Source: an optimization exercise on an open RTL-to-GDS flow (aim: small area, a short achievable clock period and few clock cycles per item). Production flows keep margins and buffers that such runs may drop.
Function was not checked in any run shown here: the RTL went through the layout flow alone.
Power figures rest on the tool's default switching activity, not on a simulated workload.

[flow/design.v]
module desc_intake (
    input  wire        clk,
    input  wire        rst,
    input  wire [1:0]  variant,      
    input  wire        in_valid,
    output wire        in_ready,
    input  wire [31:0] in_data,
    input  wire [5:0]  in_ring,
    input  wire [63:0] in_now,
    input  wire        rel_valid,
    input  wire [6:0]  rel_slot,
    output reg         out_valid,
    input  wire        out_ready,
    output reg         out_accept,
    output reg  [7:0]  out_status,
    output reg  [31:0] out_result,
    output reg  [15:0] out_tag,
    output reg  [15:0] out_opcode,
    output reg  [5:0]  out_ring
);
    localparam [7:0] ST_DEADLINE_MISSED = 8'h03;
    localparam [7:0] ST_BAD_OPCODE      = 8'h10;
    localparam [7:0] ST_BAD_PARAM       = 8'h11;
    localparam [7:0] ST_BAD_CHECK       = 8'h12;
    localparam [7:0] ST_TAG_BUSY        = 8'h13;
    localparam [7:0] ST_UNIT_ABSENT     = 8'h14;
    localparam [31:0] SIXTY_S_LO = 32'hF847_5800;    
    localparam [31:0] SIXTY_S_HI = 32'h0000_000D;
    reg         in_ready_q;
    reg  [3:0]  word;         
    reg         v_q;          
    reg  [31:0] d_q;
    reg  [31:0] n_q;          
    reg  [5:0]  ring_q;
    wire take = in_valid && in_ready_q;
    assign in_ready = in_ready_q;
    reg  [15:0] st;           
    reg  [1:0]  variant_q;
    wire w0  = st[0];
    wire w1  = st[1];
    wire w14 = st[14];
    wire w15 = st[15];
    wire wp  = |st[13:6];     
    reg  [15:0] op_q;
    reg  [15:0] tag_q;
    reg  [2:0]  kind_q;       
    reg         kind_lo_q;    
    reg  [31:0] nb1_q, nb2_q;    
    reg         known_q;
    reg         rsv_q;
    reg         kind_ok_q, idx_gt_q;    
    reg         absent_q;
    reg         xc_q, xv31_q, yc_q;     
    reg         a_q;                    
    reg         z_lo_q;
    reg         time_q, late_q;
    reg         self_q;
    reg         busy_q;
    reg  [3:0]  gen_q;
    reg  [31:0] crc_q;
    reg         crc_ok_q;
    wire [31:0] x = crc_q ^ d_q;
    wire [31:0] crc_next;
    wire t32 = x[6] ^ x[15];
    wire t33 = x[0] ^ x[23];
    wire t34 = x[1] ^ x[20];
    wire t35 = x[2] ^ x[25];
    wire t36 = x[10] ^ x[26];
    wire t37 = x[4] ^ x[13];
    wire t38 = x[21] ^ x[22];
    wire t39 = x[5] ^ x[14];
    wire t40 = x[7] ^ x[16];
    wire t41 = x[3] ^ x[17];
    wire t42 = x[9] ^ x[27];
    wire t43 = x[28] ^ x[29];
    wire t44 = x[30] ^ x[31];
    wire t45 = x[19] ^ t33;
    wire t46 = x[12] ^ x[18];
    wire t47 = x[11] ^ t34;
    wire t48 = x[24] ^ t32;
    wire t49 = x[8] ^ t37;
    wire t50 = t35 ^ t41;
    wire t51 = t36 ^ t43;
    wire t52 = x[9] ^ t38;
    wire t53 = x[5] ^ x[12];
    wire t54 = x[6] ^ x[29];
    wire t55 = x[23] ^ t42;
    wire t56 = x[26] ^ t35;
    wire t57 = x[7] ^ t46;
    wire t58 = t40 ^ t44;
    wire t59 = x[30] ^ t39;
    wire t60 = x[24] ^ t38;
    wire t61 = t39 ^ t48;
    wire t62 = t45 ^ t49;
    wire t63 = x[10] ^ t47;
    wire t64 = x[11] ^ x[22];
    wire t65 = x[27] ^ x[31];
    wire t66 = x[3] ^ x[28];
    wire t67 = x[18] ^ t41;
    wire t68 = x[25] ^ t42;
    wire t69 = x[16] ^ t32;
    wire t70 = x[19] ^ t34;
    wire t71 = x[8] ^ t50;
    wire t72 = x[4] ^ t45;
    wire t73 = x[8] ^ x[17];
    wire t74 = x[14] ^ x[18];
    wire t75 = x[1] ^ x[3];
    wire t76 = x[11] ^ x[13];
    wire t77 = x[19] ^ x[25];
    wire t78 = x[21] ^ t40;
    wire t79 = x[26] ^ t43;
    wire t80 = x[30] ^ t64;
    wire t81 = t42 ^ t44;
    wire t82 = x[29] ^ t35;
    wire t83 = x[23] ^ t65;
    wire t84 = x[27] ^ t54;
    wire t85 = x[2] ^ t66;
    wire t86 = x[21] ^ t37;
    wire t87 = x[15] ^ t33;
    wire t88 = t32 ^ t38;
    wire t89 = t36 ^ t46;
    wire t90 = x[0] ^ t39;
    wire t91 = x[24] ^ t33;
    wire t92 = t40 ^ t55;
    wire t93 = x[27] ^ t51;
    wire t94 = t58 ^ t82;
    wire t95 = x[11] ^ t69;
    wire t96 = t46 ^ t50;
    wire t97 = t47 ^ t59;
    wire t98 = t44 ^ t48;
    wire t99 = x[8] ^ t52;
    wire t100 = x[17] ^ t56;
    wire t101 = x[20] ^ t55;
    wire t102 = t40 ^ t60;
    wire t103 = t70 ^ t90;
    wire t104 = t52 ^ t59;
    wire t105 = t36 ^ t67;
    wire t106 = x[4] ^ t61;
    wire t107 = t36 ^ t62;
    assign crc_next[0] = (t106 ^ (t92 ^ (t56 ^ (x[28] ^ t47))));
    assign crc_next[1] = ((t71 ^ t93) ^ (t78 ^ (t53 ^ t48)));
    assign crc_next[2] = ((t79 ^ t80) ^ (((x[6] ^ t40) ^ t49) ^ (t67 ^ t68)));
    assign crc_next[3] = (t72 ^ (((t39 ^ t73) ^ t51) ^ (t57 ^ t81)));
    assign crc_next[4] = ((t74 ^ t94) ^ t107);
    assign crc_next[5] = (t72 ^ (((x[28] ^ x[6]) ^ t58) ^ t71));
    assign crc_next[6] = (t95 ^ (((t43 ^ t74) ^ t83) ^ t71));
    assign crc_next[7] = (t97 ^ ((t45 ^ t84) ^ t96));
    assign crc_next[8] = (((x[26] ^ t57) ^ t98) ^ (t86 ^ (t70 ^ t85)));
    assign crc_next[9] = (((t76 ^ (x[31] ^ t75)) ^ t99) ^ (t79 ^ (t45 ^ t48)));
    assign crc_next[10] = (t80 ^ ((t32 ^ t53) ^ t51));
    assign crc_next[11] = ((t58 ^ t84) ^ (t76 ^ (x[12] ^ t33)));
    assign crc_next[12] = ((((t44 ^ t53) ^ t49) ^ t100) ^ (t101 ^ t95));
    assign crc_next[13] = ((t63 ^ t96) ^ (t87 ^ (x[31] ^ t86)));
    assign crc_next[14] = (t101 ^ ((t57 ^ t88) ^ (t77 ^ (x[13] ^ t66))));
    assign crc_next[15] = (t62 ^ (((x[14] ^ x[20]) ^ t51) ^ t102));
    assign crc_next[16] = (t97 ^ (((x[29] ^ t73) ^ t60) ^ (t68 ^ t87)));
    assign crc_next[17] = (t98 ^ ((t35 ^ ((x[16] ^ x[1]) ^ (x[23] ^ x[28]))) ^ (t52 ^ t89)));
    assign crc_next[18] = (t103 ^ ((t41 ^ t43) ^ (((x[10] ^ x[22]) ^ (x[31] ^ x[9])) ^ (t32 ^ t37))));
    assign crc_next[19] = (t68 ^ (((x[18] ^ x[21]) ^ (x[24] ^ x[30])) ^ t51));
    assign crc_next[20] = ((t77 ^ (t44 ^ t64)) ^ t93);
    assign crc_next[21] = (((x[9] ^ (x[12] ^ x[1])) ^ t94) ^ t106);
    assign crc_next[22] = (t63 ^ ((((x[14] ^ x[28]) ^ t41) ^ t49) ^ (t81 ^ t91)));
    assign crc_next[23] = (((x[20] ^ t54) ^ t78) ^ (t83 ^ t89));
    assign crc_next[24] = (((t34 ^ t69) ^ t100) ^ (t104 ^ t62));
    assign crc_next[25] = (((t38 ^ ((x[2] ^ x[31]) ^ t34)) ^ t105) ^ (t61 ^ t92));
    assign crc_next[26] = (t99 ^ (t103 ^ t105));
    assign crc_next[27] = (t72 ^ ((((x[18] ^ x[2]) ^ t42) ^ t88) ^ t63));
    assign crc_next[28] = ((t102 ^ t63) ^ (t85 ^ (t53 ^ t45)));
    assign crc_next[29] = ((t49 ^ t50) ^ (t60 ^ (((x[12] ^ x[23]) ^ t54) ^ t47)));
    assign crc_next[30] = (t104 ^ (((x[3] ^ t37) ^ t56) ^ (t57 ^ t91)));
    assign crc_next[31] = (((t75 ^ ((x[22] ^ x[25]) ^ t65)) ^ t61) ^ t107);
    reg          op_known;
    reg  [7:0]   op_kinds;
    reg  [4:0]   op_pid;
    always @* begin
        op_known = 1'b0;
        op_kinds = 8'h00;
        op_pid   = 5'd1;
        case (op_q)
          16'h0101: begin op_known = 1'b1; op_kinds = 8'h01; op_pid = 5'd0; end  
          16'h0102: begin op_known = 1'b1; op_kinds = 8'h01; op_pid = 5'd1; end  
          16'h0103: begin op_known = 1'b1; op_kinds = 8'h01; op_pid = 5'd2; end  
          16'h0104: begin op_known = 1'b1; op_kinds = 8'h01; op_pid = 5'd3; end  
          16'h0110: begin op_known = 1'b1; op_kinds = 8'h20; op_pid = 5'd4; end  
          16'h0111: begin op_known = 1'b1; op_kinds = 8'h20; op_pid = 5'd1; end  
          16'h0112: begin op_known = 1'b1; op_kinds = 8'h20; op_pid = 5'd1; end  
          16'h0113: begin op_known = 1'b1; op_kinds = 8'h40; op_pid = 5'd5; end  
          16'h0201: begin op_known = 1'b1; op_kinds = 8'h02; op_pid = 5'd6; end  
          16'h0202: begin op_known = 1'b1; op_kinds = 8'h02; op_pid = 5'd1; end  
          16'h0203: begin op_known = 1'b1; op_kinds = 8'h02; op_pid = 5'd0; end  
          16'h0204: begin op_known = 1'b1; op_kinds = 8'h02; op_pid = 5'd1; end  
          16'h0205: begin op_known = 1'b1; op_kinds = 8'h02; op_pid = 5'd0; end  
          16'h0301: begin op_known = 1'b1; op_kinds = 8'h08; op_pid = 5'd1; end  
          16'h0302: begin op_known = 1'b1; op_kinds = 8'h08; op_pid = 5'd1; end  
          16'h0303: begin op_known = 1'b1; op_kinds = 8'h08; op_pid = 5'd1; end  
          16'h0401: begin op_known = 1'b1; op_kinds = 8'h10; op_pid = 5'd6; end  
          16'h0402: begin op_known = 1'b1; op_kinds = 8'h01; op_pid = 5'd1; end  
          16'h0403: begin op_known = 1'b1; op_kinds = 8'h01; op_pid = 5'd7; end  
          16'h0404: begin op_known = 1'b1; op_kinds = 8'h01; op_pid = 5'd1; end  
          16'h0501: begin op_known = 1'b1; op_kinds = 8'h01; op_pid = 5'd8; end  
          16'h0502: begin op_known = 1'b1; op_kinds = 8'h01; op_pid = 5'd1; end  
          16'h0503: begin op_known = 1'b1; op_kinds = 8'h01; op_pid = 5'd1; end  
          16'h0504: begin op_known = 1'b1; op_kinds = 8'h01; op_pid = 5'd9; end  
          16'h0601: begin op_known = 1'b1; op_kinds = 8'h01; op_pid = 5'd6; end  
          16'h0602: begin op_known = 1'b1; op_kinds = 8'h01; op_pid = 5'd1; end  
          16'h0603: begin op_known = 1'b1; op_kinds = 8'h01; op_pid = 5'd1; end  
          16'h0604: begin op_known = 1'b1; op_kinds = 8'h01; op_pid = 5'd10; end  
          16'h0701: begin op_known = 1'b1; op_kinds = 8'h02; op_pid = 5'd11; end  
          16'h0702: begin op_known = 1'b1; op_kinds = 8'h02; op_pid = 5'd1; end  
          16'h0801: begin op_known = 1'b1; op_kinds = 8'h01; op_pid = 5'd0; end  
          16'h0901: begin op_known = 1'b1; op_kinds = 8'h01; op_pid = 5'd12; end  
          16'h0902: begin op_known = 1'b1; op_kinds = 8'h01; op_pid = 5'd0; end  
          16'h0903: begin op_known = 1'b1; op_kinds = 8'h01; op_pid = 5'd13; end  
          16'h0A01: begin op_known = 1'b1; op_kinds = 8'h01; op_pid = 5'd14; end  
          16'h0A02: begin op_known = 1'b1; op_kinds = 8'h01; op_pid = 5'd9; end  
          16'h0B01: begin op_known = 1'b1; op_kinds = 8'h01; op_pid = 5'd1; end  
          16'h0B02: begin op_known = 1'b1; op_kinds = 8'h01; op_pid = 5'd1; end  
          16'h0C01: begin op_known = 1'b1; op_kinds = 8'h80; op_pid = 5'd0; end  
          16'h0C02: begin op_known = 1'b1; op_kinds = 8'h80; op_pid = 5'd15; end  
          16'h0C03: begin op_known = 1'b1; op_kinds = 8'h01; op_pid = 5'd6; end  
          16'h0D01: begin op_known = 1'b1; op_kinds = 8'h01; op_pid = 5'd3; end  
          16'h0D02: begin op_known = 1'b1; op_kinds = 8'h0B; op_pid = 5'd16; end  
          16'h0D03: begin op_known = 1'b1; op_kinds = 8'h01; op_pid = 5'd1; end  
            default: ;
        endcase
    end
    reg  [4:0]   pid_q;
    wire [255:0] pid_pmask =
        ({256{pid_q == 5'd0}} & 256'h00000000000000000000000000000000000000000000000000000000FFFFFFFF) |
        ({256{pid_q == 5'd1}} & 256'h0000000000000000000000000000000000000000000000000000000000000000) |
        ({256{pid_q == 5'd2}} & 256'h000000000000000000000000000000000000000000000000FFFFFFFFFFFFFFFF) |
        ({256{pid_q == 5'd3}} & 256'h00000000000000000000000000000000FFFFFFFFFFFFFFFF00000000FFFFFFFF) |
        ({256{pid_q == 5'd4}} & 256'h000000000000000000000000000000000001FFFF3F3FFF01FFFFFFFFFFFFFFFF) |
        ({256{pid_q == 5'd5}} & 256'h0000000000000000000000000000000000000003FFFFFFFFFFFFFFFFFFFFFFFF) |
        ({256{pid_q == 5'd6}} & 256'h000000000000000000000000000000000000000000000000000000000000FFFF) |
        ({256{pid_q == 5'd7}} & 256'h0000000000000000000000000000000000000000000000000000FFFFFFFF000F) |
        ({256{pid_q == 5'd8}} & 256'h0000000000000000000000000000000000000000000000000000FFFFFFFFFFFF) |
        ({256{pid_q == 5'd9}} & 256'h00000000000000000000000000000000000000000000000000000000000000FF) |
        ({256{pid_q == 5'd10}} & 256'h00000000000000000000000000000000000000000000000000000000FFFF00FF) |
        ({256{pid_q == 5'd11}} & 256'h00000000000000000000000000000000FFFFFFFFFFFFFFFFFFFFFFFFFFFFFFFF) |
        ({256{pid_q == 5'd12}} & 256'h00000000000000000000000000000000FFFFFFFFFFFFFFFF0000FFFFFFFFFFFF) |
        ({256{pid_q == 5'd13}} & 256'h000000000000000000000000FFFFFFFFFFFFFFFFFFFFFFFFFFFFFFFF000000FF) |
        ({256{pid_q == 5'd14}} & 256'h000000000000000000000000000000000000000000000000FFFFFFFFFFFF00FF) |
        ({256{pid_q == 5'd15}} & 256'h000000000000000000000000000000FFFFFFFFFFFFFFFFFFFFFFFFFFFFFFFFFF) |
        ({256{pid_q == 5'd16}} & 256'h000000000000000000000000000000000000000000000000FFFFFFFF000000FF);
    reg  [31:0] pmask_w;
    integer     j;
    always @* begin
        pmask_w = 32'd0;
        for (j = 0; j < 8; j = j + 1)
            if (st[6 + j])
                pmask_w = pmask_w | pid_pmask[j*32 +: 32];
    end
    wire [15:0] idx = d_q[31:16];
    reg  [7:0] kind_max;
    always @* begin
        case (kind_q)
            3'd0: kind_max = 8'd0;
            3'd1: kind_max = 8'd15;
            3'd2: kind_max = 8'd31;
            3'd3: kind_max = 8'd23;
            3'd4: kind_max = 8'd3;
            3'd5: kind_max = 8'd63;
            default: kind_max = 8'd7;
        endcase
    end
    wire idx_gt = idx > {8'd0, kind_max};
    reg        has_path, has_gauge, has_tdm, has_down;
    reg  [5:0] n_rails, n_phases, n_switches;
    always @* begin
        case (variant_q)
            2'd0:    begin has_path = 1'b1; has_gauge = 1'b1; has_tdm = 1'b1; has_down = 1'b1;
                           n_rails = 6'd16; n_phases = 6'd32; n_switches = 6'd24; end
            2'd1:    begin has_path = 1'b0; has_gauge = 1'b0; has_tdm = 1'b1; has_down = 1'b1;
                           n_rails = 6'd16; n_phases = 6'd24; n_switches = 6'd24; end
            default: begin has_path = 1'b0; has_gauge = 1'b0; has_tdm = 1'b0; has_down = 1'b0;
                           n_rails = 6'd8;  n_phases = 6'd16; n_switches = 6'd12; end
        endcase
    end
    reg absent;
    always @* begin
        if (op_q[15:8] == 8'h05)
            absent = !has_path;
        else if (op_q[15:8] == 8'h06)
            absent = !has_gauge;
        else if (op_q[15:8] == 8'h0B)
            absent = !has_tdm;
        else if (op_q == 16'h0C01 || op_q == 16'h0C02)
            absent = !has_down;
        else if (kind_lo_q && kind_q == 3'd1)
            absent = idx >= {10'd0, n_rails};
        else if (kind_lo_q && kind_q == 3'd2)
            absent = idx >= {10'd0, n_phases};
        else if (kind_lo_q && kind_q == 3'd3)
            absent = idx >= {10'd0, n_switches};
        else
            absent = 1'b0;
    end
    function carry32(input [31:0] a, input [31:0] b, input ci);
        reg [31:0] g, p;
        integer i, l;
        begin
            g = a & b;
            p = a | b;
            for (l = 1; l < 32; l = l * 2)
                for (i = 0; i < 32; i = i + 2 * l) begin
                    g[i + 2*l - 1] = g[i + 2*l - 1] | (p[i + 2*l - 1] & g[i + l - 1]);
                    p[i + 2*l - 1] = p[i + 2*l - 1] & p[i + l - 1];
                end
            carry32 = g[31] | (p[31] & ci);
        end
    endfunction
    wire [31:0] xk = st[2] ? ~SIXTY_S_LO : st[3] ? ~SIXTY_S_HI : 32'hFFFFFFFF;
    wire [31:0] xu = d_q ^ ~n_q ^ xk;
    wire [31:0] xv = (d_q & ~n_q) | (d_q & xk) | (~n_q & xk);
    wire        x_lo = carry32(xu, {xv[30:0], 1'b1}, st[4]);    
    wire        x_hi = xv[31] && carry32(xu, {xv[30:0], xv31_q}, xc_q);
    wire        y_lo = carry32(nb2_q, ~d_q, 1'b0);
    wire        y_hi = carry32(nb2_q, ~d_q, yc_q);
    wire        dl_set = !(z_lo_q && (d_q == 32'd0));
    wire after_bad = d_q[31] ? ((d_q & 32'h7FFFF080) != 32'd0) : (d_q[30:0] != 31'd0);
    wire prm_bad   = known_q && ((d_q & ~pmask_w) != 32'd0);
    always @(posedge clk) begin
        d_q <= in_data;
        n_q <= word[0] ? in_now[63:32] : in_now[31:0];
        if (take && word == 4'd15)
            ring_q <= in_ring;
        if (rst || w15)
            crc_q <= 32'hFFFFFFFF;
        else if (v_q)
            crc_q <= crc_next;
        if (w15)
            crc_ok_q <= (crc_q == ~d_q);
        if (w0) begin
            op_q      <= d_q[15:0];
            kind_q    <= d_q[26:24];
            kind_lo_q <= (d_q[31:27] == 5'd0);
            rsv_q     <= (d_q[23:18] != 6'd0) || (d_q[31:27] != 5'd0);
        end
        if (w1) begin
            tag_q    <= d_q[15:0];
            known_q  <= op_known;
            pid_q    <= op_pid;
            kind_ok_q <= op_kinds[kind_q];
            idx_gt_q  <= idx_gt;
            absent_q <= absent;
            if ((d_q[15:12] != 4'd0) || d_q[7])
                rsv_q <= 1'b1;
        end
        if (st[2] || st[4]) begin
            xc_q   <= x_lo;
            xv31_q <= xv[31];
        end
        if (st[2] || st[3])
            nb1_q <= d_q;
        if (st[3] || st[4])
            nb2_q <= nb1_q;
        if (st[3])
            a_q <= x_hi;
        if (st[4]) begin
            yc_q   <= y_lo;
            z_lo_q <= d_q == 32'd0;
        end
        if (st[5]) begin
            time_q <= a_q || (dl_set && y_hi);
            late_q <= dl_set && !x_hi;
        end
        if (wp && prm_bad)
            rsv_q <= 1'b1;
        if (w14) begin
            self_q <= d_q[31] && (d_q[6:0] == tag_q[6:0]);
            if (after_bad)
                rsv_q <= 1'b1;
        end
    end
    reg  [127:0] bring;       
    reg          sb_q;        
    reg          rel_q;
    reg  [6:0]   rel_slot_q;
    reg  [511:0] gring;
    reg  [2:0]   p;
    reg          pw_v;        
    wire [6:0] pw_slot = out_tag[6:0];
    wire [3:0] pw_gen  = out_tag[11:8];
    wire       rel_hit = rel_q && rel_slot_q == tag_q[6:0];
    reg  pend;        
    reg  vr;          
    wire load = vr && !out_valid;
        wire admin_err = (op_q[15:8] == 8'h01) && (ring_q != 6'd0);
    reg        v_accept;
    reg  [7:0] v_status;
    reg [31:0] v_result;
    always @* begin
        v_accept = 1'b0;
        v_status = 8'h00;
        v_result = 32'd0;
        if (!crc_ok_q)
            v_status = ST_BAD_CHECK;
        else if (rsv_q) begin
            v_status = ST_BAD_PARAM; v_result = 32'h8000_0001;
        end else if (!known_q)
            v_status = ST_BAD_OPCODE;
        else if (admin_err) begin
            v_status = ST_BAD_PARAM; v_result = 32'h8000_0005;
        end else if (busy_q) begin
            v_status = ST_TAG_BUSY;  v_result = {16'd0, 4'd0, gen_q, 1'b0, tag_q[6:0]};
        end else if (time_q) begin
            v_status = ST_BAD_PARAM; v_result = 32'h8000_0002;
        end else if (late_q)
            v_status = ST_DEADLINE_MISSED;
        else if (self_q) begin
            v_status = ST_BAD_PARAM; v_result = 32'h8000_0003;
        end else if (!kind_ok_q || idx_gt_q) begin
            v_status = ST_BAD_PARAM; v_result = 32'h8000_0004;
        end else if (absent_q)
            v_status = ST_UNIT_ABSENT;
        else
            v_accept = 1'b1;
    end
    wire [3:0] word_n      = take ? word + 4'd1 : word;
    wire       pend_n      = (take && word == 4'd15) || (pend && !load);
    wire       out_valid_n = load || (out_valid && !out_ready);
    always @(posedge clk) begin
        if (rst) begin
            word       <= 4'd0;
            v_q        <= 1'b0;
            st         <= 16'd0;
            pend       <= 1'b0;
            vr         <= 1'b0;
            out_valid  <= 1'b0;
            in_ready_q <= 1'b1;
            rel_q      <= 1'b0;
            p          <= 3'd0;
        end else begin
            word       <= word_n;
            v_q        <= take;
            st         <= take ? (16'd1 << word) : 16'd0;
            pend       <= pend_n;
            vr         <= w15 || (vr && !load);
            out_valid  <= out_valid_n;
            in_ready_q <= !(word_n == 4'd0 && pend_n && out_valid_n);
            rel_q      <= rel_valid;
            p          <= p + 3'd1;
        end
        rel_slot_q <= rel_slot;
        variant_q  <= variant;
    end
    always @(posedge clk) begin
        if (load) begin
            out_accept <= v_accept;
            out_status <= v_status;
            out_result <= v_result;
            out_tag    <= tag_q;
            out_opcode <= op_q;
            out_ring   <= ring_q;
        end
    end
    wire [2:0] rel_pos = rel_slot_q[6:4] - p;    
    integer r, j2;
    always @(posedge clk) begin
        for (r = 0; r < 16; r = r + 1) begin
            gring[r*32 +: 28] <= gring[r*32 + 4 +: 28];
            for (j2 = 0; j2 < 7; j2 = j2 + 1)
                bring[r*8 + j2] <= bring[r*8 + j2 + 1] &&
                    !(rst || (rel_q && rel_slot_q[3:0] == r[3:0] && rel_pos == j2[2:0] + 3'd1));
            if (pw_v && pw_slot == {p, r[3:0]}) begin
                gring[r*32 + 28 +: 4] <= pw_gen;
                bring[r*8 + 7] <= !(rst || (rel_q && rel_slot_q[3:0] == r[3:0] && rel_pos == 3'd0));
            end else begin
                gring[r*32 + 28 +: 4] <= gring[r*32 +: 4];
                bring[r*8 + 7] <= bring[r*8] &&
                    !(rst || (rel_q && rel_slot_q[3:0] == r[3:0] && rel_pos == 3'd0));
            end
        end
        if (rst)
            pw_v <= 1'b0;
        else if (load && v_accept)
            pw_v <= 1'b1;
        else if (pw_slot[6:4] == p || (rel_q && rel_slot_q == pw_slot))
            pw_v <= 1'b0;
        if (rst)
            sb_q <= 1'b0;
        else if (p == tag_q[6:4])
            sb_q <= ((pw_v && pw_slot == tag_q[6:0]) || bring[{tag_q[3:0], 3'd0}]) && !rel_hit;
        else
            sb_q <= sb_q && !rel_hit;
        if (take && word == 4'd15)
            busy_q <= sb_q && !rel_hit;
        if (p == tag_q[6:4]) begin
            if (pw_v && pw_slot == tag_q[6:0])
                gen_q <= pw_gen;
            else
                gen_q <= gring[{tag_q[3:0], 5'd0} +: 4];
        end
    end
endmodule
[flow/run.sh]
#!/bin/bash
# synth_recipe.tcl (not shown) runs the flow's synth.tcl, then flattens the netlist and writes it again
# the make line also repeats each setting of config.mk as NAME=value (left out here)
make -C /OpenROAD-flow-scripts/flow DESIGN_CONFIG=/design/flow/config.mk WORK_HOME=/design/flow/orfs CLKGATE_MAP_FILE= SYNTH_SCRIPT=/design/flow/synth_recipe.tcl finish
[flow/config.mk]
export PLATFORM = sky130hd
export DESIGN_NAME = desc_intake
export DESIGN_NICKNAME = desc_intake
export VERILOG_FILES = /design/flow/design.v
export SDC_FILE = /design/flow/constraint.sdc
export NUM_CORES = 4
export LEC_CHECK = 0
export CAP_MARGIN = 20
export CORE_MARGIN = 2
export CORE_UTILIZATION = 40
export CTS_CLUSTER_DIAMETER = 100
export CTS_CLUSTER_SIZE = 30
export PLACE_DENSITY = 0.6
export SETUP_SLACK_MARGIN = 4.5
export SLEW_MARGIN = 20
[flow/constraint.sdc]
create_clock -name core_clock -period 7.0 [get_ports {clk}]
set_input_delay 1.4000 -clock core_clock [delete_from_list [all_inputs] [get_ports {clk}]]
set_output_delay 1.4000 -clock core_clock [all_outputs]
set_load 0.01 [all_outputs]
==> results.toml, run 1 <==
[logic_synthesis]
yosysSeqAreaShare_pct = 64.60
syn_avg_cell_area_sq_um = 12.79
syn_area_sq_um = 32630
synth_warnings = 1
synth_top_area_share_pct = 47.67
netlist_top_cells_count = "dfxtp_1, xnor2_1, a21oi_1, edfxtp_1, nand2b_1"
async_flop_share_pct = 0
yosysTopAreaCell = "dfxtp_1"
synth_area_leaders = "dfxtp_1, edfxtp_1, xnor2_1"
synth_flop_cell = "dfxtp_1"
synth-edff-count = 184
synth.ff_latch_count = 961
yosysMostFrequentCell = "dfxtp_1"
yosys.cell_types.count = 87
synthCells = 2551

[critical_path]
endpoint_kind = "register"
worstPathArrival_ps = 3190
rrSetupSlack_ps = 4170
required_ps = 7360
cp_max_fo = 4
startpoint_type = "register"
path_class = "register to register"

[cells_and_area]
drive_above_1_share_pct = 21.36
layout.cells.non_filler = 3934
fill_cells = 7059
stdcell_area_sq_um = 39280
final_util_pct = 48.68
diodes = 0
synthToLayoutAreaGrowth_pct = 20.35
nets = 3023

[clock_network]
cts-htree-levels = 2
cts.sinks = 961
cts-root-buf = "clkbuf_16"
numCtsBuffers = 41
cts_tree = "yes"
path_clk_slew_ps = 110
cts_hold_buffers = 0
clockBufferDepth = 3
clk_latency_ps = 630

[placement]
post-place-ws_ps = 3512
dp_hpwl_um = 55920
port_buffers = 172
placed_cell_area_sq_um = 35550
place_congestion = 0.8960
dp.cells = 3723

[floorplan]
start_util_pct = 40.45
rows = 104
die_area_sq_um = 83890
die_w_um = 289.6
ios = 197
die_h_um = 289.6
core_sq_um = 80680

[timing]
relSlewSlack_pct = 23.48
fin_ws_ps = 4165
clock_skew_ps = 26.17
worst_slew_pin_slew_ps = 1146
final_max_slew_viol_count = 0
post-route-period-util_pct = 40.50
final_hold_viol_count = 0
tns_ps = 0
rsz0062_at_grt = "true"
worst_hold_slack_ps = 320.2
layout_min_cycle_time_ps = 2835
setup_viol = 0
max_freq_mhz = 352.8

[routing]
drtIter0Drc = 1599
wl_um = 82800
detail-route-antenna-nets = 0
viasPerCell = 5.023
wl_per_cell_um = 21.05
dr.pass1.iters = 5
drcViolationCount = 0
vias = 19759

[grt]
grt_pass1_wl_um = 122300
grtUsageTotal_pct = 19.46
grt_max_degree = 96
grt_pass1_vias = 19515
overflow = 0
antenna_found_initial = 2

[run_status]
outcome = "no timing/DRC/antenna violations"

[pwr]
power_density_nw_per_um2 = 343.0
max-vdd-ir-drop_mv = 0.2525
power_mw = 13.47
leakage_nw = 14.87

[hold_path]
hp-class = "register to register"

[run]
drv_cap = 0
==> final timing paths <==
kind / start / endpoint / cells past startpoint
max: st[2]$_SDFF_PP0_ / a_q$_DFFE_PP_ / 11
min: gring[295]$_DFF_P_ / gring[291]$_DFF_P_ / 0
max reg2reg: st[2]$_SDFF_PP0_ / a_q$_DFFE_PP_ / 11
min reg2reg: gring[295]$_DFF_P_ / gring[291]$_DFF_P_ / 0
==> sequential cells by signal, summed over array words and instances (netlist names), 4 cells and up <==
signal / count
word: 4
out_result: 12
pid_q: 5
op_q: 16
st: 16
d_q: 32
gring: 512
gen_q: 4
nb1_q: 32
crc_q: 32
tag_q: 16
out_ring: 6
nb2_q: 32
bring: 128
out_opcode: 16
out_status: 4
n_q: 32
rel_slot_q: 7
ring_q: 6
out_tag: 16
==> repair_timing <==
item,CTS,global route
setup buffers,76,70
endpoints found under the setup margin,255,247
gates resized for setup,413,94
pin swaps,31,54
==> worst max-delay path, stage by stage (launching register included) <==
cell	delay, ps
dfxtp_4	430
buf_12	120
inv_8	40
nand2_4	70
inv_4	40
fa_2	570
o21ai_2	70
a2111o_1	360
a211o_1	220
o211ai_1	100
a31oi_1	110
o41a_1	450
==> logic make-up after synthesis <==
logic type               after synthesis  share of synthesized area (%)
adder cells (fa/ha/maj)               58                          2.569
flip-flops                           961                          64.60
AND/OR/NAND/NOR                      560                          9.336
other                                  1                        0.01149
AO/OA/AOI/OAI                        370                          6.997
multiplexers                         130                          5.329
XOR/XNOR                             279                          8.634
buffers and inverters                192                          2.527
==> report_power, final <==
group          leakage [nW]  internal [mW]  switching, mW
logic                  6.28           2.36           2.28
clock network         0.634           1.20           1.76
registers              7.96           5.73          0.146
==> placed cells by master, fill, tap and decap left out, types with 70 or more instances in the layout <==
cell type and count:
nand2b_1 150, buf_4 153, dfxtp_1 743, nor2_1 106, mux2_2 100, edfxtp_1 184
xnor2_1 159, a21oi_1 183, inv_1 70, clkdlybuf4s50_1 114
==> area by class of cell <==
| class | instances | area [sq um] | share of cell area (%) |
|---|---|---|---|
| inverter | 79 | 317.8 | 0.8092 |
| clock inverter | 12 | 200.2 | 0.5097 |
| timing repair buffer | 348 | 3034 | 7.725 |
| multi-input combinational | 1421 | 12120 | 30.85 |
| tap | 1060 | 1326 | 3.377 |
| sequential | 961 | 21170 | 53.89 |
| clock buffer | 53 | 1112 | 2.832 |
==> layer usage <==
| layer | up-vias | share of wire (%) | global-route usage (%) | wire [um] |
|---|---|---|---|---|
| met5 | - | 0 | 0 | 0 |
| met2 | 592 | 48 | 32.57 | 39630 |
| met1 | 9673 | 44 | 26.35 | 36550 |
| li1 | 9370 | - | - | - |
| met4 | 0 | 2.9 | 6.103 | 2434 |
| met3 | 124 | 5.1 | 2.418 | 4187 |
==> run 2, diff against run 1 <==
--- a/flow/design.v
+++ b/flow/design.v
@@ -136,11 +136,9 @@
     wire t104 = t52 ^ t59;
     wire t105 = t36 ^ t67;
-    wire t106 = x[4] ^ t61;
-    wire t107 = t36 ^ t62;
-    assign crc_next[0] = (t106 ^ (t92 ^ (t56 ^ (x[28] ^ t47))));
+    assign crc_next[0] = ((t56 ^ ((x[28] ^ x[4]) ^ t47)) ^ (t61 ^ t92));
     assign crc_next[1] = ((t71 ^ t93) ^ (t78 ^ (t53 ^ t48)));
     assign crc_next[2] = ((t79 ^ t80) ^ (((x[6] ^ t40) ^ t49) ^ (t67 ^ t68)));
     assign crc_next[3] = (t72 ^ (((t39 ^ t73) ^ t51) ^ (t57 ^ t81)));
-    assign crc_next[4] = ((t74 ^ t94) ^ t107);
+    assign crc_next[4] = (t94 ^ ((t36 ^ t74) ^ t62));
     assign crc_next[5] = (t72 ^ (((x[28] ^ x[6]) ^ t58) ^ t71));
     assign crc_next[6] = (t95 ^ (((t43 ^ t74) ^ t83) ^ t71));
@@ -159,5 +157,5 @@
     assign crc_next[19] = (t68 ^ (((x[18] ^ x[21]) ^ (x[24] ^ x[30])) ^ t51));
     assign crc_next[20] = ((t77 ^ (t44 ^ t64)) ^ t93);
-    assign crc_next[21] = (((x[9] ^ (x[12] ^ x[1])) ^ t94) ^ t106);
+    assign crc_next[21] = (t94 ^ (((x[12] ^ x[1]) ^ (x[4] ^ x[9])) ^ t61));
     assign crc_next[22] = (t63 ^ ((((x[14] ^ x[28]) ^ t41) ^ t49) ^ (t81 ^ t91)));
     assign crc_next[23] = (((x[20] ^ t54) ^ t78) ^ (t83 ^ t89));
@@ -169,5 +167,5 @@
     assign crc_next[29] = ((t49 ^ t50) ^ (t60 ^ (((x[12] ^ x[23]) ^ t54) ^ t47)));
     assign crc_next[30] = (t104 ^ (((x[3] ^ t37) ^ t56) ^ (t57 ^ t91)));
-    assign crc_next[31] = (((t75 ^ ((x[22] ^ x[25]) ^ t65)) ^ t61) ^ t107);
+    assign crc_next[31] = (t62 ^ ((((x[22] ^ x[25]) ^ t36) ^ (t65 ^ t75)) ^ t61));
     reg          op_known;
     reg  [7:0]   op_kinds;
==> results.toml, run 2 <==
[timing]
clock_skew_ps = 47.22
setup_viol = 0
layout_min_cycle_time_ps = 2744
worst_hold_slack_ps = 326.6
worst_slew_pin_slew_ps = 1062
final_hold_viol_count = 0
rsz0062_at_grt = "true"
relSlewSlack_pct = 28.64
final_max_slew_viol_count = 0
max_freq_mhz = 364.4
tns_ps = 0
fin_ws_ps = 4256
post-route-period-util_pct = 39.20

[floorplan]
rows = 105
die_h_um = 290.6
start_util_pct = 40.20
ios = 197
die_area_sq_um = 84430
die_w_um = 290.6
core_sq_um = 81720

[logic_synthesis]
synth.ff_latch_count = 961
async_flop_share_pct = 0
synth_top_area_share_pct = 47.35
synth_area_leaders = "dfxtp_1, edfxtp_1, xnor2_1"
synth_flop_cell = "dfxtp_1"
yosysSeqAreaShare_pct = 64.17
synthCells = 2562
synth_warnings = 1
syn_avg_cell_area_sq_um = 12.82
netlist_top_cells_count = "dfxtp_1, xnor2_1, a21oi_1, edfxtp_1, nand2b_1"
syn_area_sq_um = 32850
yosys.cell_types.count = 83
synth-edff-count = 184
yosysMostFrequentCell = "dfxtp_1"
yosysTopAreaCell = "dfxtp_1"

[grt]
overflow = 0
grtUsageTotal_pct = 19.11
grt_max_degree = 135
antenna_found_initial = 1
grt_pass1_vias = 19742
grt_pass1_wl_um = 123500

[cells_and_area]
nets = 3037
diodes = 0
final_cell_mix = "dfxtp_1, a21oi_1, edfxtp_1"
synthToLayoutAreaGrowth_pct = 19.36
top_register = "gring"
layout_commonest_cell = "dfxtp_1"
reg.largest.list = "gring x512, bring x128"
fill_cells = 7190
drive_above_1_share_pct = 20.46
layout.cells.non_filler = 3963
largest_reg_flops = 512

[clock_network]
cts-htree-levels = 2
clk_latency_ps = 650
numCtsBuffers = 41
path_clk_slew_ps = 110
cts.sinks = 961
clockBufferDepth = 3
cts-root-buf = "clkbuf_16"
cts_tree = "yes"

[run_status]
outcome = "no timing/DRC/antenna violations"

[critical_path]
startpoint_type = "register"
rrSetupSlack_ps = 4260
cp_max_fo = 4
endpoint_kind = "register"
r2r_cells = 10
regToRegStartpoint = "st[2]$_SDFF_PP0_"
required_ps = 7370
r2r-end = "a_q$_DFFE_PP_"
worstPathArrival_ps = 3120
path_class = "register to register"

[routing]
drt-met1-wl_um = 38400
detail-route-antenna-nets = 0
vias = 20068
drtIter0Drc = 1868
wl_per_cell_um = 20.77
route.met2.wl_um = 36850
dr.pass1.iters = 6
routed-wl-met3_um = 4312
drcViolationCount = 0
wl_um = 82290
route.top_layer_used = "met5"
viasPerCell = 5.064

[placement]
port_buffers = 172
post-place-ws_ps = 3360
dp_hpwl_um = 55230
place_congestion = 0.8932
dp.cells = 3747

[pwr]
p_sw_share_pct = 31.92
power_frac_seq_pct = 42.0
power_mw = 14.06
power_frac_clock_pct = 20.8
p_switching_mw = 4.487
leakage_nw = 14.80
max-vdd-ir-drop_mv = 0.2592
power_frac_comb_pct = 37.2
power_density_nw_per_um2 = 358.5
p_int_mw = 9.569

[hold_path]
hp-class = "register to register"
hold_end = "gring[208]$_DFF_P_"
hold_path.startpoint = "gring[212]$_DFF_P_"
whs_path_depth = 0

[run]
drv_cap = 0
-- run 2: how the worst max path moves through the flow --
stage                    startpoint               endpoint  slack, ps  cells past startpoint
3_5_place_dp               in_valid  in_ready_q$_SDFF_PP1_       3360                      6
2_1_floorplan      st[2]$_SDFF_PP0_          a_q$_DFFE_PP_       4430                     10
4_1_cts        out_tag[9]$_DFFE_PP_             out_tag[9]       4080                      1
5_1_grt            st[2]$_SDFF_PP0_          a_q$_DFFE_PP_       4170                     10
6_report           st[2]$_SDFF_PP0_          a_q$_DFFE_PP_       4260                     10
3_3_place_gp               in_valid  in_ready_q$_SDFF_PP1_       3340                      6
-- run 2: routing by layer --
metal / GRT usage (%) / vias up
li1: - / 9411
met1: 27.49 / 9826
met2: 30.17 / 684
met3: 2.440 / 145
met4: 5.674 / 2
met5: 0 / -
-- run 2: power groups by stage --
stage               Clock (mW)  Sequential, mW  Combinational [mW]
finish                    2.93            5.91                5.22
global route              3.21            5.92                5.58
CTS                       3.02            5.90                5.00
detailed placement           0            6.01                4.63
global placement             0            6.01                4.64
floorplan                    0            5.96                3.71
-- run 2: per-stage QoR --
stage / cell area, sq um / util [%]
2_1_floorplan: 32990 / -
3_3_place_gp: 35760 / 43.77
3_5_place_dp: 35770 / 43.77
4_1_cts: 38160 / 46.70
5_1_grt: 39210 / 47.98
6_report: 39210 / 47.98
-- run 2: layout make-up --
class | instances | area (sq um) | area share (%)
Clock inverter | 13 | 207.7 | 0.5297
Sequential cell | 961 | 21150 | 53.94
Inverter | 80 | 321.6 | 0.8201
Timing Repair Buffer | 349 | 3020 | 7.703
Multi-Input combinational cell | 1433 | 12060 | 30.77
Tap cell | 1070 | 1339 | 3.414
Clock buffer | 57 | 1107 | 2.824
-- run 2: what timing repair did --
action                                  4_1_cts  5_1_grt
hold buffers                                  0        0
setup buffers                                76       70
endpoints found under the hold margin         0        0
gates resized for setup                     371       96
endpoints found under the setup margin      223      226
pin swaps                                    26       46
-- run 2: logic make-up (layout without fill, tap and decap cells) --
group	count (synthesis)	in the layout	synth area share (%)
adders and majority gates	58	58	2.552
buffers and inverters	191	499	2.491
muxes	131	131	5.325
DFF	961	961	64.17
AOI/OAI and AO/OA	375	375	7.062
xor gates and xnor gates	287	287	9.252
and+or+nand+nor	558	558	9.137
other	1	24	0.01142
-- run 2: critical path, stage by stage (launching register included) --
cell      delay, ps
dfxtp_4         420
inv_8            50
nand2_4          60
inv_2            50
fa_2            570
o21ai_2          80
a2111o_1        370
a211o_1         240
o211ai_1         90
a31oi_1         110
o41a_1          430

-- separate check: timing with driven ports --
No port has a modelled driver above. Below, the same layouts with a new extraction and two added sets of constraints.
Step 1, drivers: a clkbuf_16 drives clk and a buf_2 each remaining input, both assumed.
Step 2 adds t to the input delays and takes it off the output delays; t is the mean of the earliest and latest rising clock arrival at the registers after step 1. Input paths then give back, and output paths get back, about the clock's delay inside the block.
Slacks: no drivers / after step 1 / after step 2; pairs: no drivers / after step 1.
run | shift t [ns] | slack for setup (ns) | clock arrival spread, ns | pins driven straight from the clock port
run 1 | 0.685 | 4.165 / 4.165 / 4.000 | 0.027 / 0.027 | 1
run 2 | 0.690 | 4.256 / 4.215 / 3.931 | 0.047 / 0.047 | 1
After both steps setup and hold are still met in every run listed. The setup slack of run 2, which loses most, moves by -0.041 ns with the drivers and by -0.325 ns with both steps.
